What follows belongs to an exercise in optimizing a design on an open flow for small area; a production flow would make more cautious choices.
In this exercise RTL edits were held to simulation tests only and were not proved equivalent to the original.

== v12 ==
==> flow/design.v (excerpt) <==
module stitch_decode (
    input  wire        clk,
    input  wire        rst,
    input  wire [63:0] cfg_desc_a,
    input  wire [63:0] cfg_desc_b,
    input  wire [23:0] cfg_tcorr,
    input  wire [11:0] cfg_phase,
    input  wire [8:0]  cfg_port,
    input  wire [55:0] frame_start,
    input  wire [28:0] frame_len,
    input  wire        cast_on,
    input  wire        in_valid,
    input  wire [1:0]  in_sync,
    input  wire [63:0] in_payload,
    input  wire [51:0] in_arrival,
    input  wire        in_skip1,
    output wire        out_hit1_valid,
    output wire [63:0] out_hit1_word,
    output wire        out_hit2_valid,
    output wire [63:0] out_hit2_word,
    output reg  [28:0] out_ptime,
    output wire        out_close,
    output wire        out_close_hit2,
    output wire        out_sync_err,
    output wire        out_crc_err,
    output wire        out_unknown,
    output wire [1:0]  out_order,
    output wire [1:0]  out_gap,
    output wire [1:0]  out_badchan,
    output reg         out_desc_invalid
);
    function [63:0] shr;
        input [63:0] x;
        input [5:0]  s;
        integer k, j;
        reg [63:0] y;
        begin
            y = x;
            for (k = 5; k >= 0; k = k - 1)
                if (s[k])
                    for (j = 0; j + (1 << k) < 64; j = j + 1)
                        y[j] = y[j + (1 << k)];
            shr = y;
        end
    endfunction
    function [63:0] rotr;
        input [63:0] x;
        input [5:0]  s;
        integer k, j;
        reg [63:0] y;
        reg [63:0] t;
        begin
            y = x;
            for (k = 5; k >= 0; k = k - 1) begin
                t = y;
                if (s[k])
                    for (j = 0; j < 64; j = j + 1)
                        y[j] = t[(j + (1 << k)) % 64];
            end
            rotr = y;
        end
    endfunction
    wire [1:0]  d_mode       = cfg_desc_a[63:62];
    wire        d_hpb        = cfg_desc_a[61];
    wire        d_check      = cfg_desc_a[60];
    wire [7:0]  d_chan_count = cfg_desc_a[59:52];
    wire [5:0]  d_chan_pos   = cfg_desc_a[51:46];
    wire [2:0]  d_chan_w     = cfg_desc_a[45:43];
    wire [5:0]  d_val_pos    = cfg_desc_a[42:37];
    wire [3:0]  d_val_w      = cfg_desc_a[36:33];
    wire [2:0]  d_val_rsh    = cfg_desc_a[32:30];
    wire [5:0]  d_time_pos   = cfg_desc_a[29:24];
  ...
clock: 25.0 ns
lec_check: 0
abc_area: 1
cap_margin: 20
core_margin: 2
core_utilization: 50
cts_buf_list: sky130_fd_sc_hd__clkbuf_8 sky130_fd_sc_hd__clkbuf_16
cts_cluster_diameter: 100
cts_cluster_size: 24
place_density: 0.85
slew_margin: 20
standard.sh (not shown) runs the stock make flow with config.mk's settings and CLKGATE_MAP_FILE= SYNTH_SCRIPT=/design/flow/synth_recipe.tcl, a recipe that flattens the netlist after the stock synthesis.
==> flow/flow/run.sh <==
#!/bin/bash
# The standard layout (standard.sh) with two changes:
#  - synthesis maps the logic with an area-oriented ABC script
#    (flow/abc_synth.tcl wraps synth_recipe.tcl; registers are untouched)
#  - ports are buffered by sky130_fd_sc_hd__buf_1
set -euo pipefail
here=$(pwd)
sed "s#SYNTH_SCRIPT=[^ ]*synth_recipe.tcl#SYNTH_SCRIPT=$here/flow/abc_synth.tcl#" standard.sh > my_standard.sh
grep -q "SYNTH_SCRIPT=$here/flow/abc_synth.tcl" my_standard.sh
export BUFFER_PORTS_ARGS="-buffer_cell sky130_fd_sc_hd__buf_1"
bash my_standard.sh > standard.log 2>&1
==> flow/flow/abc_area_min.script <==
strash; &get -n; &st; &dch; &nf -a; &put; topo; stime -c; buffer -c; upsize -c; dnsize -c
==> flow/flow/abc_synth.tcl <==
# The standard flow's synthesis (synth_recipe.tcl, beside this flow's folder), with ABC
# mapping the logic by the area-oriented script abc_area_min.script
set flow_dir [file dirname [file normalize [info script]]]
proc abc {args} {
  global flow_dir
  set i [lsearch -exact $args -script]
  if { $i >= 0 } { lset args [expr {$i + 1}] $flow_dir/abc_area_min.script }
  yosys abc {*}$args
}
source [file dirname $flow_dir]/synth_recipe.tcl
The inputs of v1 differ from those of v12 as listed below.
Settings: CORE_UTILIZATION: 50 -> 60.
- Register share of the cell area essentially unchanged between v1 and v12.
- | met1 global-route usage | lower: v12 |
- Summary of the comparison: endpoint required time on the critical path is higher in v1, relative to v12.
- When v1 is set beside v12, its die height turns out to be about 9% smaller.
- v1 finished every stage and its layout cleared the timing, DRC and antenna checks.
What v44 does differently from v1 at the input level:
Settings: PLACE_DENSITY no longer set, was 0.85.
### Flow results
Total global-route track usage in v44 is 0.73 points below v1.
v44 vs v1, worst hold-check slack went up by 0.0091 ns.
Per the comparison of v44 with v1, wire length of the first global-routing pass down 4600 µm; final standard cell area without fillers did not really move.
Any difference in share of final-layout standard cells stronger than drive strength 1 between v44 and v1 is small enough to ignore.
v1 → v44: critical path depth lost about 3%; area fraction in and, or, nand and nor cells after synthesis did not really move.

========
pepper:
stitch_decode, a different RTL version from the one above (not shown whole).
For scale: roughly 4700 cells after synthesis, about 660 flip-flops, about 43000 sq um of cells after synthesis.
Settings: LEC_CHECK=0, ABC_AREA=1, CAP_MARGIN=20, CORE_MARGIN=2, CORE_UTILIZATION=50, CTS_BUF_LIST=sky130_fd_sc_hd__clkbuf_16, CTS_CLUSTER_DIAMETER=100, CTS_CLUSTER_SIZE=28, SLEW_MARGIN=20; clock period 25.0 ns.
Scripts as last shown in full above: flow/flow/run.sh, flow/flow/abc_area_min.script, flow/flow/abc_synth.tcl
What willow does differently from pepper at the input level:
- a deleted CTS_CLUSTER_SIZE that had been 28
- a deleted CTS_CLUSTER_DIAMETER that had been 100
- a change of CTS_BUF_LIST from sky130_fd_sc_hd__clkbuf_16 to sky130_fd_sc_hd__clkbuf_4 sky130_fd_sc_hd__clkbuf_8
Findings:
On final clock period utilization by the worst path, willow and pepper are neck and neck. Summary of willow over pepper: final antenna diode count now larger.
Here is what was changed in the inputs of cedar compared with willow.
- CTS_CLUSTER_SIZE now 24, previously not set
- CTS_CLUSTER_DIAMETER now 100, previously not set
- CTS_BUF_LIST now sky130_fd_sc_hd__clkbuf_8 sky130_fd_sc_hd__clkbuf_16, was sky130_fd_sc_hd__clkbuf_4 sky130_fd_sc_hd__clkbuf_8
--- outcome ---
- willow → cedar: portion of the layout cell area used by clock cells now sits lower, hold slack now sits higher, violation count after the first detailed-route iteration now sits lower, final routed wirelength across all metal layers now sits lower.
- On fmax, cedar tracks willow almost exactly.
Inputs modified between cedar and indigo:
- clearing CTS_CLUSTER_DIAMETER, which used to be 100
- swapping sky130_fd_sc_hd__clkbuf_8 sky130_fd_sc_hd__clkbuf_16 for sky130_fd_sc_hd__clkbuf_4 sky130_fd_sc_hd__clkbuf_8 in CTS_BUF_LIST
- clearing CTS_CLUSTER_SIZE, which used to be 24
==> flow/flow/abc_area_min.script <==
strash; &get -n; &st; &dch; &nf -a; &put; topo; stime -c; dnsize -c
As far as async set-reset flop share out of synthesis goes, cedar and indigo are indistinguishable; the numbers are identical.
Global-route wire length before repair, cedar and indigo, lower one = cedar.
Re final net count: cedar and indigo aren't equal, and the lower value belongs to cedar.
In the metrics for cedar and indigo, the one carrying the lower total routing usage reported by global routing is cedar.

re-timing with driven ports:
How much do the figures lean on ideal ports? The routed layouts below were timed once more, with nothing changed but the port constraints. Step 1 (the two cells are an assumption about what drives the block):
set clk [get_ports {clk}]
set_driving_cell -lib_cell sky130_fd_sc_hd__clkbuf_16 $clk
set_driving_cell -lib_cell sky130_fd_sc_hd__buf_2 [delete_from_list [all_inputs] $clk]
Step 2 times the ports against the registers' clock, not the clock port: input delays grow and output delays shrink by t, the midpoint of the rising clock arrivals with the driver on. Three values: no drivers, after step 1, after step 2; two values: the first two.
run	t, ns	slack for setup (ns)	hold WS [ns]	worst setup path after step 2	worst slew at a driven data input, ns
v12	0.654	4.635 / 4.635 / 4.634	0.323 / 0.323 / 0.323	input to register	0.12
v1	0.653	4.503 / 4.503 / 4.503	0.316 / 0.316 / 0.316	register to register	0.13
v44	0.643	4.873 / 4.873 / 4.612	0.326 / 0.326 / 0.326	input to register	0.13
pepper	0.703	3.274 / 3.274 / 3.274	0.318 / 0.318 / 0.318	register to register	0.15
willow	0.788	3.293 / 3.293 / 3.293	0.300 / 0.300 / 0.300	register to register	0.15
cedar	0.645	3.291 / 3.291 / 3.291	0.317 / 0.317 / 0.317	register to register	0.15
indigo	0.794	3.116 / 3.116 / 3.116	0.301 / 0.301 / 0.301	register to register	0.15
After both steps setup and hold are still met in every run listed. The setup slack of v44, which loses most, moves by 0.000 ns with the drivers and by -0.261 ns with both steps.
